From an optimization exercise on the open Yosys and OpenROAD flow, aimed at small area and a short achievable clock period; shortcuts taken in it are not production practice. The RTL was checked by simulation tests, not by an equivalence proof against the original design.

==> flow/design.v, too long to show whole: its modules and the start of the top module <==
// module nr_temporal: 8633 lines
module nr_temporal (
    input  wire        clk,
    input  wire        rst,
    input  wire        cfg_we,
    input  wire [5:0]  cfg_addr,
    input  wire [31:0] cfg_wdata,
    input  wire        in_valid,
    input  wire [15:0] in_cur,      
    input  wire [15:0] in_ref,      
    input  wire        in_ref_ok,   
    input  wire [1:0]  in_x,        
    input  wire [1:0]  in_y,        
    output reg         out_valid,
    output reg  [15:0] out_pix
);
  // ...
==> flow/run.sh <==
#!/bin/bash
# synth_recipe.tcl (not shown) runs the flow's synth.tcl, then flattens the netlist and writes it again
# the make line also repeats each setting of config.mk as NAME=value (left out here)
make -C /OpenROAD-flow-scripts/flow DESIGN_CONFIG=/design/flow/config.mk WORK_HOME=/design/flow/orfs CLKGATE_MAP_FILE= SYNTH_SCRIPT=/design/flow/synth_recipe.tcl finish
==> flow/config.mk <==
export PLATFORM = sky130hd
export DESIGN_NAME = nr_temporal
export DESIGN_NICKNAME = nr_temporal
export VERILOG_FILES = /design/flow/design.v
export SDC_FILE = /design/flow/constraint.sdc
export NUM_CORES = 4
export LEC_CHECK = 0
export CAP_MARGIN = 20
export CORE_MARGIN = 2
export CORE_UTILIZATION = 55
export CTS_CLUSTER_DIAMETER = 100
export CTS_CLUSTER_SIZE = 25
export SLEW_MARGIN = 20
==> flow/constraint.sdc <==
create_clock -name core_clock -period 80.0 [get_ports {clk}]
set_input_delay 16.0000 -clock core_clock [delete_from_list [all_inputs] [get_ports {clk}]]
set_output_delay 16.0000 -clock core_clock [all_outputs]
set_load 0.01 [all_outputs]
==> impl_metrics.yaml, run 1 <==
status:
  run_status: "complete, no violations"
clock_network:
  numCtsBuffers: 44
  post_cts_resized: 0
  worstSkewPairLatency_ns: 0.70
layout:
  finalNetCount: 7351
  multi_input_area_share_pct: 61.5
  multi_input_cells: 4813
  n_antenna_cell: 0
timing:
  fin_crit_ns: 17.55
  finalHoldViolations: 0
drt:
  antenna_left: 0
  dr_total_vias: 44300
  wl_met2_um: 80200
  routed_wl_um: 163000
die:
  rows: 118
  io_pins: 96
  start_util_pct: 55.4
place:
  io_buffers: 87
  dp_cells: 7767
worst_hold_path:
  worstHoldStart: "p2_c[6]$_DFF_P_"
setup_path:
  reg2reg_depth: 67
  endpoint: "out_pix[14]"
global_route:
  grt.busiest_layer: "met2"
  grt_use_met3_pct: 3.64
logic_synthesis:
  ys_seq_area_share_pct: 28.7
==> run 2: changes to the inputs <==
==> flow/flow/run.sh (new file) <==
#!/bin/bash
# The standard layout (the standard.sh: standard synthesis and the ORFS
# flow to the final layout), with the input and output port buffers made of
# plain buffers (sky130_fd_sc_hd__buf_2) instead of the resizer's default
# pick. Every port still gets its own buffer.
set -o pipefail
export BUFFER_PORTS_ARGS="-buffer_cell sky130_fd_sc_hd__buf_2"
bash standard.sh finish > standard.log 2>&1
==> flow/standard.sh (new file) <==
#!/bin/bash
# synth_recipe.tcl (not shown) runs the flow's synth.tcl, then flattens the netlist and writes it again
# the make line also repeats each setting of config.mk as NAME=value (left out here)
make -C /OpenROAD-flow-scripts/flow DESIGN_CONFIG=/design/flow/config.mk WORK_HOME=/design/flow/orfs CLKGATE_MAP_FILE= SYNTH_SCRIPT=/design/flow/synth_recipe.tcl "${@:-finish}"
removed: flow/run.sh
==> run 2 against run 1 <==
  * Still clean
  * Non-clock buffer count increased by 12
  * Sequential share of layout area is 0.20 points higher
  * Via count rose by 0.46%
  * Flip-flop and latch count did not move
  * Clock skew fell by 0.016 ns
  * Worst hold slack lost 0.0072 ns
  * Critical path depth unchanged
  * First-iteration DRC count is 8.4% higher
  * Cell area fell by 0.72%
  * Highest routed layer is now met4
==> impl_metrics.yaml, run 2 <==
timing:
  finalHoldViolations: 0
  fin_skew_ns: 0.0352
  worst_slew_pin_slew_ns: 1.12
  finalCritPeriodShare_pct: 21.4
  fin_crit_ns: 17.12
  rsz0062_at_grt: "no"
  slew_violations: 0
  fin_setup_tns_ns: 0
  max_slew_margin_pct: 24.6
  max_freq_mhz: 58.4
  setup_violations: 0
layout:
  drive_gt1_share_pct: 6.55
  largest_register_ffs: 272
  register_area_um2: 16500
  fill_cells: 9405
  synthToLayoutAreaGrowth_pct: 4.89
  mostFrequentLayoutCells: "nand2_1 (1,518), dfxtp_1 (807), a21oi_1 (595)"
  final_common_cell: "nand2_1"
  largestRegisters: "nz_e (272), nz_o (256), p2_num (25)"
  top_register: "nz_e"
  finalNetCount: 7362
  fin_cells: 7836
  multi_input_area_um2: 37300
  n_antenna_cell: 0
setup_path:
  r2r_start: "p2_den[0]$_DFF_P_"
  path_class: "reg -> out"
  crit_buf_inv: 1
  critPathMaxFanout: 1
  critPathRequiredTime_ns: 64.00
  cp_top_family: "flip-flops"
  endpoint_kind: "output port"
  arrival_ns: 1.12
  r2r_end: "p3_j[5]$_DFF_P_"
  cpPeakStageDelay_ns: 0.31
  start_kind: "flop"
  reg2reg_depth: 64
  cpMaxStageDelayCell: "dfxtp_1"
  path_cells: "buf_2"
  rrSetupSlack_ns: 64.71
drt:
  antenna_left: 0
  dr.pass1.iters: 7
  routed_wl_um: 162000
  drt_iter0_markers: 3750
  avgRoutedWirePerCell_um: 20.7
  drt-vias-per-instance: 5.68
  dr_total_vias: 44500
  drc: 0
die:
  rows: 118
  die_area_um2: 107000
  core_um2: 103000
  io_pins: 96
  start_util_pct: 55.4
  die_h_um: 327
  dieWidth_um: 327
global_route:
  globalRouteTotalUtil_pct: 30.4
  antenna_found_initial: 1
  grt_pass1_vias: 44300
  grt_pass1_wl_um: 256000
  grt_max_degree: 96
  grt-ovfl-total: 0
status:
  run_status: "complete, no violations"
logic_synthesis:
  netlist_top_cells_count: "nand2_1 (1,518), dfxtp_1 (823), a21oi_1 (596)"
  syn-num-nets: 7537
  synth_edf_count: 0
  synth_seq_cells: 823
  ys_seq_area_share_pct: 28.7
  synth_largest_area_cell: "dfxtp_1"
  synth.cell_area_um2: 57300
  yosysMostFrequentCell: "nand2_1"
  synth.area.top_cells: "dfxtp_1 (29%), fa_1 (17%), nand2_1 (9.9%), ha_1 (7.6%), a21oi_1 (5.2%)"
  synth_flop_cell: "dfxtp_1"
  syn_avg_cell_area_um2: 8.66
  syn_inst: 6619
  yosys_warnings: 1
  synth_cell_type_count: 83
  yosys.area.top_type_share_pct: 28.7
  async_reset_ff_share_pct: 0
clock_network:
  postCtsHoldBufs: 0
  h-tree-depth: 2
  numCtsBuffers: 43
  root_buffer: "clkbuf_16"
  cts_setup_buffers: 0
  post_cts_resized: 0
  clockBufferDepth: 3
  worstSkewPairLatency_ns: 0.67
  clock_sinks: 823
  cts_tree: "done"
  clk_pin_slew_ns: 0.09
worst_hold_path:
  holdPathEnd: "p3_e[9]$_DFF_P_"
  worstHoldStart: "p2_e[9]$_DFF_P_"
  whs_path_depth: 0
  min_path_type: "reg -> reg"
place:
  gp_congestion: 0.898
  dp_cells: 7779
  io_buffers: 87
  dp_hpwl_um: 116000
run:
  max_cap_viol_count: 0
## run 2: worst register-to-register path: cells and delay by family, from the launching register on
kind / cells / cell delay [ns]
buf+inv: 9 / 1.90
mux: 4 / 1.41
xor+xnor: 1 / 0.22
flops: 1 / 0.43
simple gates: 14 / 2.22
compound gates: 29 / 7.11
fa+ha+maj: 7 / 1.92
## run 2: worst max-delay path by stage
stage	to	depth (start not counted)	slack (ns)	startpoint
after global placement	p0_r[15]$_DFF_P_	2	63.19	in_ref_ok
after floorplan	p0_r[10]$_DFF_P_	3	62.92	in_ref_ok
after CTS	out_pix[14]	1	62.82	out_pix[14]$_DFF_P_
after global routing	out_pix[14]	1	62.81	out_pix[14]$_DFF_P_
after detailed placement	p0_r[15]$_DFF_P_	2	63.19	in_ref_ok
final	out_pix[14]	1	62.88	out_pix[14]$_DFF_P_
## run 2: metal layers
metal	wire, µm	share of wire (%)	track usage, %
met5	0	0	0
met2	78800	49	52.0
met4	4960	3.1	8.88
met3	9060	5.6	3.02
met1	69500	43	40.8
## run 2: kinds of logic after synthesis
logic type | count (synthesis) | share of synthesized area, %
AND/OR/NAND/NOR | 2255 | 17.1
AO/OA/AOI/OAI | 1199 | 12.8
buffers and inverters | 983 | 6.49
adder cells (fa/ha/maj) | 840 | 24.7
flip-flops | 823 | 28.7
XOR/XNOR | 271 | 4.14
multiplexers | 248 | 6.02
## run 2: cell type report
cell class | instances | share of cell area [%]
tap | 1380 | 2.87
inverter | 577 | 3.61
timing repair buffer | 186 | 1.96
clock buffer | 47 | 1.86
sequential | 823 | 27.4
multi-input combinational | 4813 | 61.9
clock inverter | 10 | 0.333
## run 2: per-stage QoR
stage / worst slack, ns / hold WS, ns / area [µm²] / utilization (%)
after floorplan: 62.92 / 0.310 / 57300 / -
after global placement: 63.19 / 0.311 / 58800 / 56.8
after detailed placement: 63.19 / 0.312 / 58800 / 56.8
after CTS: 62.82 / 0.325 / 60100 / 58.1
after global routing: 62.81 / 0.332 / 60100 / 58.1
final: 62.88 / 0.324 / 60100 / 58.1

## static timing again, ports no longer ideal
How much do the figures lean on ideal ports? The routed layouts below were timed once more, with nothing changed but the port constraints. Step 1 assumes that a clkbuf_16 drives the clock port and a buf_2 every other input. Step 2 adds t to the input delays and takes it off the output delays; t is the mean of the earliest and latest rising clock arrival at the registers after step 1. Input paths then give back, and output paths get back, about the clock's delay inside the block. a / b / c = ideal / step 1 / step 2; a / b = the first two.
run | t (ns) | slack for setup (ns) | worst setup path at the end
run 1 | 0.746 | 62.445 / 62.366 / 62.462 | input to register
run 2 | 0.730 | 62.884 / 62.806 / 63.185 | input to register
After both steps every run listed still meets setup and hold.
